Context: an optimization exercise on an open-source flow, tuned for small area, a short achievable clock period and few clock cycles per item. The choices shown serve that exercise and are no tape-out recipe. Function was checked by simulation only, so behaviour that the tests miss may differ from the original. No activity file was given, so power comes from the tool's default toggle rates.

JK:
Design k24_xu, start of the top module:
module k24_xu (
    input             clk,
    input             rst,           
    input             in_valid,
    output            in_ready,
    input      [23:0] in_instr,      
    input      [23:0] in_wa,         
    input      [23:0] in_wb,         
    input      [23:0] in_wd,         
    input             in_ovt,        
    output reg        out_valid,
    output reg        out_we,        
    output reg [3:0]  out_rd,        
    output reg [23:0] out_wdata,
    output     [3:0]  out_flags,     
    output reg        out_exc,
    output     [15:0] out_ecause     
);
Size: roughly 6,100 cells after synthesis, roughly 400 flip-flops, ~150 I/O pins, roughly 0.044 sq mm of cells after synthesis.
export LEC_CHECK = 0
export ABC_AREA = 1
export CAP_MARGIN = 30
export CORE_MARGIN = 2
export CORE_UTILIZATION = 60
export PLACE_DENSITY = 0.75
export SLEW_MARGIN = 50
create_clock -name core_clock -period 16.0 [get_ports {clk}]
standard.sh (not shown) runs the stock make flow with config.mk's settings and CLKGATE_MAP_FILE= SYNTH_SCRIPT=/design/flow/synth_recipe.tcl, a recipe that flattens the netlist after the stock synthesis.
==> flow/flow/run.sh <==
#!/bin/bash
set -euo pipefail
cd "$(dirname "$0")/.."
bash standard.sh SETUP_SLACK_MARGIN=11.5 'BUFFER_PORTS_ARGS=-buffer_cell sky130_fd_sc_hd__buf_4' finish > standard_flow.log 2>&1
Testbench counts of JK, summed over its fixed seeds: cycles 39,242, instrs 32,000.
Setup changes, JK to MS
--- a/flow/design.v
+++ b/flow/design.v
@@ -108,24 +108,25 @@
     reg  [23:0] a0;
     reg  [24:0] ma0;                     
     reg         ovt0;
     reg         xz0, xs0, sub0, cinc0;
     reg  [23:0] by0;                     
     reg  [12:0] one0, two0, neg0;
     reg  [4:0]  za0, zb0;
     reg         v1;
     reg         ill1;                    
     reg         we1;
     reg  [3:0]  rd1;
     reg  [23:0] data1;                   
+    reg  [7:0]  op1;                     
     reg         nz1, zo1, sc1, c1, sv1, vv1;
     reg         mfr1, mfh1, mfl1;
     reg         mac1, accwe1, ovt1;
     reg         dq1, dneg1, dsat1, dz1, dan1;    
     reg  [49:0] cs1, cc1;                
     wire [23:0] a  = a0;
     wire [23:0] b  = by0;
     wire [7:0]  op = op0;
     wire oc_r    = (op[7:4] == 4'h0) && (op[3:0] != 4'h0);                    
     wire oc_div  = (op[7:1] == 7'b0011101);                                   
     wire oc_i    = (op[7:2] == 6'b000100) || (op[7:1] == 7'b0001101);        
     wire oc_si   = (op[7:2] == 6'b000101) && (op[1:0] != 2'b11);             
@@ -354,25 +355,26 @@
         xs0   <= i_xz;
         sub0  <= i_sub0;
         cinc0 <= i_cinc;
         ma0   <= {in_wa[23] & ~i_mulu, in_wa};
         one0  <= i_one;
         two0  <= i_two;
         neg0  <= i_neg;
         za0   <= i_za;
         zb0   <= i_zb;
         cs1    <= mt_s;
         cc1    <= mt_c;
         rd1    <= dv_busy ? dv_rd : d0;
-        data1  <= dv_busy ? it_q : s1_div ? 24'd0 : lg0 ? r_data : {16'd0, op0};
+        data1  <= dv_busy ? it_q : s1_div ? 24'd0 : r_data;
+        op1    <= op0;
         dq1    <= dv_busy;
         dneg1  <= dv_busy && dv_neg;
         dsat1  <= dv_busy && dv_sgn && !dv_neg;
         dz1    <= dv_busy && dv_zero;
         dan1   <= dv_zero && dv_an;
         ill1   <= !dv_busy && !lg0;
         we1    <= dv_busy || (lg0 && r_we);
         nz1    <= !dv_busy && lg0 && r_nz;
         zo1    <= !dv_busy && lg0 && r_zo;
         sc1    <= !dv_busy && lg0 && r_sc;
         c1     <= r_c;
         sv1    <= !dv_busy && lg0 && r_sv;
@@ -393,25 +395,25 @@
         end
         if (s1_div) begin
             dv_sgn  <= ds_sgn;
             dv_neg  <= ds_an ^ ds_bn;
             dv_an   <= ds_an;
             dv_zero <= ds_zero;
             dv_rd   <= d0;
         end
         out_we    <= we1;
         out_rd    <= rd1;
         out_wdata <= wdata2;
         out_exc   <= ill1 || dz1 || (ovt1 && acc_ovf);
-        e_det     <= ill1 ? data1[7:0] : 8'd0;
+        e_det     <= ill1 ? op1 : 8'd0;
         e_c0      <= !dz1;
         e_c1      <= !ill1;
         if (rst) begin
             flags     <= 4'd0;
             acc       <= 48'd0;
             rdy       <= 1'b1;
             dvr       <= 1'b0;
             v0        <= 1'b0;
             v1        <= 1'b0;
             dv_busy   <= 1'b0;
             out_valid <= 1'b0;
         end else begin
### Flow results
| final standard cell area without fillers | JK vs MS | ≈ equal |
Higher share of synthesized cell area in full adder, half adder and majority cells goes to JK over MS.
Comparing MS and JK, the higher routed wire length was measured on JK.
MS vs. JK: clock skew went down; global-route wire length before repair went down; actual transition at the worst max-transition pin went down; met3 global-route usage went down.
[compare] base=JK new=MS: sequential share of layout area grew by 0.27 points, final clock period utilization by the worst path barely changed, hold violation total from the final report comparable.
Of the two values seen for timing endpoint of the critical path, by0[12] was produced by JK and by0[15] by MS.
Testbench counts of MS, summed over its fixed seeds: cycles 39,242, instrs 32,000.

========
k24_xu with an RTL version that a note above also has.
Size in the first run: ~6,200 cells after synthesis, ~410 flip-flops, about 150 I/O pins, about 45,000 um^2 of cells after synthesis.
==> flow/config.mk <==
export PLATFORM = sky130hd
export DESIGN_NAME = k24_xu
export DESIGN_NICKNAME = k24_xu
export VERILOG_FILES = /design/flow/design.v
export SDC_FILE = /design/flow/constraint.sdc
export NUM_CORES = 4
export LEC_CHECK = 0
export ABC_AREA = 1
export CAP_MARGIN = 30
export CORE_MARGIN = 2
export CORE_UTILIZATION = 60
export PLACE_DENSITY = 0.75
export SLEW_MARGIN = 20
==> flow/constraint.sdc <==
create_clock -name core_clock -period 16.0 [get_ports {clk}]
set_input_delay 3.2000 -clock core_clock [delete_from_list [all_inputs] [get_ports {clk}]]
set_output_delay 3.2000 -clock core_clock [all_outputs]
set_load 0.01 [all_outputs]
Scripts as last shown in full above: flow/flow/run.sh
Testbench counts at the start, summed over its fixed seeds: cycles 39,242, instrs 32,000.
Edit:
--- a/flow/design.v
+++ b/flow/design.v
@@ -113,15 +113,14 @@
     reg  [12:0] one0, two0, neg0;
     reg  [4:0]  za0, zb0;
     reg         v1;
     reg         ill1;                    
     reg         we1;
     reg  [3:0]  rd1;
     reg  [23:0] data1;                   
-    reg  [7:0]  op1;                     
     reg         nz1, zo1, sc1, c1, sv1, vv1;
     reg         mfr1, mfh1, mfl1;
     reg         mac1, accwe1, ovt1;
     reg         dq1, dneg1, dsat1, dz1, dan1;    
     reg  [49:0] cs1, cc1;                
     wire [23:0] a  = a0;
     wire [23:0] b  = by0;
@@ -360,16 +359,15 @@
         two0  <= i_two;
         neg0  <= i_neg;
         za0   <= i_za;
         zb0   <= i_zb;
         cs1    <= mt_s;
         cc1    <= mt_c;
         rd1    <= dv_busy ? dv_rd : d0;
-        data1  <= dv_busy ? it_q : s1_div ? 24'd0 : r_data;
-        op1    <= op0;
+        data1  <= dv_busy ? it_q : s1_div ? 24'd0 : lg0 ? r_data : {16'd0, op0};
         dq1    <= dv_busy;
         dneg1  <= dv_busy && dv_neg;
         dsat1  <= dv_busy && dv_sgn && !dv_neg;
         dz1    <= dv_busy && dv_zero;
         dan1   <= dv_zero && dv_an;
         ill1   <= !dv_busy && !lg0;
         we1    <= dv_busy || (lg0 && r_we);
@@ -400,15 +398,15 @@
             dv_zero <= ds_zero;
             dv_rd   <= d0;
         end
         out_we    <= we1;
         out_rd    <= rd1;
         out_wdata <= wdata2;
         out_exc   <= ill1 || dz1 || (ovt1 && acc_ovf);
-        e_det     <= ill1 ? op1 : 8'd0;
+        e_det     <= ill1 ? data1[7:0] : 8'd0;
         e_c0      <= !dz1;
         e_c1      <= !ill1;
         if (rst) begin
             flags     <= 4'd0;
             acc       <= 48'd0;
             rdy       <= 1'b1;
             dvr       <= 1'b0;
Result: Global-route usage rose by 1.7 points. Non-clock buffer count increases by 72. Power decreases by 10%. Sequential power falls by about 8%. Core utilization went up by 1.3 points. Die area is lower by 1.2%. Setup slack got worse by 0.091 ns. Final area barely changes. Via count increases by 0.97%. Combinational power went down by 15%. Wire length increases by 2.5%.
Testbench counts after the change, summed over its fixed seeds: cycles 39,242, instrs 32,000.

========
Another version of the RTL of k24_xu (not shown whole).
Size: ~6200 cells after synthesis, about 380 flip-flops, ~150 I/O pins.
Design k24_xu, start of the top module:
module k24_xu (
    input             clk,
    input             rst,           
    input             in_valid,
    output            in_ready,
    input      [23:0] in_instr,      
    input      [23:0] in_wa,         
    input      [23:0] in_wb,         
    input      [23:0] in_wd,         
    input             in_ovt,        
    output reg        out_valid,
    output reg        out_we,        
    output reg [3:0]  out_rd,        
    output reg [23:0] out_wdata,
    output     [3:0]  out_flags,     
    output reg        out_exc,
    output     [15:0] out_ecause     
);
clock: 16.0 ns
lec_check: 0
abc_area: 1
cap_margin: 30
core_margin: 2
core_utilization: 60
place_density: 0.75
slew_margin: 20
Scripts as last shown in full above: flow/flow/run.sh
Testbench counts at the start, summed over its fixed seeds: cycles 39,242, instrs 32,000.
Next try:
--- a/flow/design.v
+++ b/flow/design.v
@@ -44,39 +44,21 @@
     wire [3:0]  i_b     = in_instr[7:4];
     wire [3:0]  i_lo    = in_instr[3:0];
     wire [7:0]  i_imm8  = in_instr[7:0];
     wire [11:0] i_imm12 = in_instr[11:0];
     integer j;
     wire [7:0]  o       = i_op;
-    wire oc_r    = (o[7:4] == 4'h0) && (o[3:0] != 4'h0);                     
-    wire oc_div  = (o[7:1] == 7'b0011101);                                    
-    wire oc_i    = (o[7:2] == 6'b000100) || (o[7:1] == 7'b0001101);          
-    wire oc_si   = (o[7:2] == 6'b000101) && (o[1:0] != 2'b11);               
-    wire oc_cmpi = (o == 8'h17);
-    wire oc_dz   = (o[7:1] == 7'b0001100) || (o == 8'h39) ||
-                   ((o[7:3] == 5'b00110) && (o[2:1] != 2'b11));               
-    wire oc_nac  = (o[7:2] == 6'b000111) && (o[1:0] != 2'b00);               
-    wire oc_mf   = ((o[7:1] == 7'b0011011)) || (o == 8'h38);                  
-    wire oc_nop  = (o == 8'h00);
-    wire z_lo    = (i_lo == 4'd0);
-    wire z_d     = (i_d == 4'd0);
-    wire z_a     = (i_a == 4'd0);
-    wire z_b     = (i_b == 4'd0);
-    wire z_hi3   = (i_imm8[7:5] == 3'd0);
-    wire i_legal = ((oc_r || oc_div) && z_lo) || oc_i || (oc_si && z_hi3) ||
-                   (oc_cmpi && z_d) || (oc_dz && z_d && z_lo) ||
-                   (oc_nac && z_b && z_lo) || (oc_mf && z_a && z_b && z_lo) ||
-                   (oc_nop && z_d && z_a && z_b && z_lo);
+    wire        z_lo    = (i_lo == 4'd0);
     wire ob_imm  = (o[7:4] == 4'b0001) && !(o[3:1] == 3'b100);               
     wire ob_sx   = i_imm8[7] && ((o[2:0] == 3'd0) || (o[2:0] == 3'd7));      
     wire [23:0] i_imm_val;
     assign i_imm_val[7:0]   = o[3] ? (o[0] ? in_wd[7:0] : i_imm12[7:0]) : i_imm8;
     assign i_imm_val[11:8]  = o[3] ? (o[0] ? in_wd[11:8] : i_imm12[11:8]) : {4{ob_sx}};
     assign i_imm_val[23:12] = o[3] ? (o[0] ? i_imm12 : {12{i_imm12[11]}}) : {12{ob_sx}};
     wire [23:0] i_b_val = ob_imm ? i_imm_val : in_wb;
-    wire i_div = oc_div && z_lo;
+    wire i_div = (o[7:1] == 7'b0011101) && z_lo;    
     reg  [4:0]  i_clza, i_cloa, i_clzb, i_clob;
     always @(*) begin
         i_clza = 5'd24;
         i_cloa = 5'd24;
         i_clzb = 5'd24;
         i_clob = 5'd24;
@@ -116,13 +98,13 @@
                        ((i_xn[2*j+2] & ~i_xn[2*j+1] & ~i_xn[2*j]) | (~i_xn[2*j+2] & i_xn[2*j+1] & i_xn[2*j])));
             i_neg[j] = i_mulacc && ((i_dbl ? i_xd[2*j+2] : i_xn[2*j+2]) ^ i_msu);    
         end
         i_one[12] = i_one[12] || (accept && i_mta);                             
     end
     reg         v0;
-    reg         lg0;
+    reg         fz_lo0, fz_a0, fz_b0, fz_h0;   
     reg  [7:0]  op0;
     reg  [3:0]  d0;
     reg  [23:0] a0;
     reg         ovt0;
     reg         xz0, xk0, cinc0, cin10, mulu0;
     reg  [23:0] by0;                     
@@ -138,12 +120,27 @@
     reg         mac1, accwe1, ovt1;
     reg         dq1, dneg1, dsat1, dz1, dan1;    
     reg  [49:0] cs1, cc1;                
     wire [23:0] a  = a0;
     wire [23:0] b  = by0;                
     wire [7:0]  op = op0;
+    wire oc_r    = (op[7:4] == 4'h0) && (op[3:0] != 4'h0);                    
+    wire oc_div  = (op[7:1] == 7'b0011101);                                   
+    wire oc_i    = (op[7:2] == 6'b000100) || (op[7:1] == 7'b0001101);        
+    wire oc_si   = (op[7:2] == 6'b000101) && (op[1:0] != 2'b11);             
+    wire oc_cmpi = (op == 8'h17);
+    wire oc_dz   = (op[7:1] == 7'b0001100) || (op == 8'h39) ||
+                   ((op[7:3] == 5'b00110) && (op[2:1] != 2'b11));             
+    wire oc_nac  = (op[7:2] == 6'b000111) && (op[1:0] != 2'b00);             
+    wire oc_mf   = (op[7:1] == 7'b0011011) || (op == 8'h38);                  
+    wire oc_nop  = (op == 8'h00);
+    wire fz_d0   = (d0 == 4'd0);
+    wire lg0     = ((oc_r || oc_div) && fz_lo0) || oc_i || (oc_si && fz_h0) ||
+                   (oc_cmpi && fz_d0) || (oc_dz && fz_d0 && fz_lo0) ||
+                   (oc_nac && fz_b0 && fz_lo0) || (oc_mf && fz_a0 && fz_b0 && fz_lo0) ||
+                   (oc_nop && fz_d0 && fz_a0 && fz_b0 && fz_lo0);
     wire        fC1 = (v1 && sc1) ? c1 : fC;
     wire [23:0] ad_x  = a & {24{xk0}};
     wire [23:0] ad_y  = xz0 ? ~a : by0;
     wire        ad_ci = cinc0 ? fC1 : cin10;
     wire [25:0] ad_t  = {1'b0, ad_x, 1'b1} + {1'b0, ad_y, ad_ci};
     wire [23:0] sum   = ad_t[24:1];
@@ -338,13 +335,16 @@
                            (nz1 || zo1) ? z2 : fZ,
                            sc1 ? c1 : fC,
                            sv1 ? vv1 : mfr1 ? mfr_sat : fV};
     always @(posedge clk) begin
         op0   <= i_op;
         d0    <= i_d;
-        lg0   <= i_legal;
+        fz_lo0 <= z_lo;
+        fz_a0 <= (i_a == 4'd0);
+        fz_b0 <= (i_b == 4'd0);
+        fz_h0 <= (i_imm8[7:5] == 3'd0);
         a0    <= !it_next ? in_wa : s1_div ? ds_amag : it_r2;
         by0   <= !it_next ? (i_yinv ? ~i_b_val : i_b_val) :
                  s1_div ? ds_e[23:0] : {e_hi[1:0], by0[23:2]};
         ovt0  <= in_ovt;
         xz0   <= i_xz;
         xk0   <= !i_xz;
The changed run went through all stages and came out clean.
Via count is about the same.
Non-clock buffer count rose by 13.
Sequential share of layout area increases by 0.14 points.
Count of clock-buffer cells in the layout rose by 5.
Setup slack is better by 0.24 ns.
Testbench counts after the change, summed over its fixed seeds: cycles 39,242, instrs 32,000.

[port drivers added, routing unchanged]
The results above use ideal ports. As a check the final layouts listed here were re-extracted and re-timed, cells and wires unchanged.
Step 1: set_driving_cell puts a clkbuf_16 on clk and a buf_2 on each other input, an assumption about the parent block.
Step 2 moves the port delays by t, midway between the first and last clock arrival at a register: inputs arrive t later, outputs are due t later. That takes back most of the time a late clock gives input paths.
Slacks: ideal ports / drivers / drivers and shift; pairs: ideal ports / drivers.
run | t (ns) | setup slack, ns | worst setup path at the end | worst slew at a driven data input, ns
JK | 0.655 | 11.507 / 11.468 / 10.813 | input to register | 0.10
MS | 0.679 | 11.519 / 11.526 / 10.886 | input to register | 0.05
the first run of note 2 | 0.672 | 11.419 / 11.466 / 10.794 | input to register | 0.05
the second run of note 2 | 0.654 | 11.328 / 11.317 / 10.663 | input to register | 0.11
the first run of note 3 | 0.659 | 11.224 / 11.247 / 10.587 | input to register | 0.06
the second run of note 3 | 0.670 | 11.463 / 11.463 / 10.902 | input to register | 0.06
After both steps setup and hold are still met in every run listed. The setup slack of JK, which loses most, moves by -0.039 ns with the drivers and by -0.694 ns with both steps.
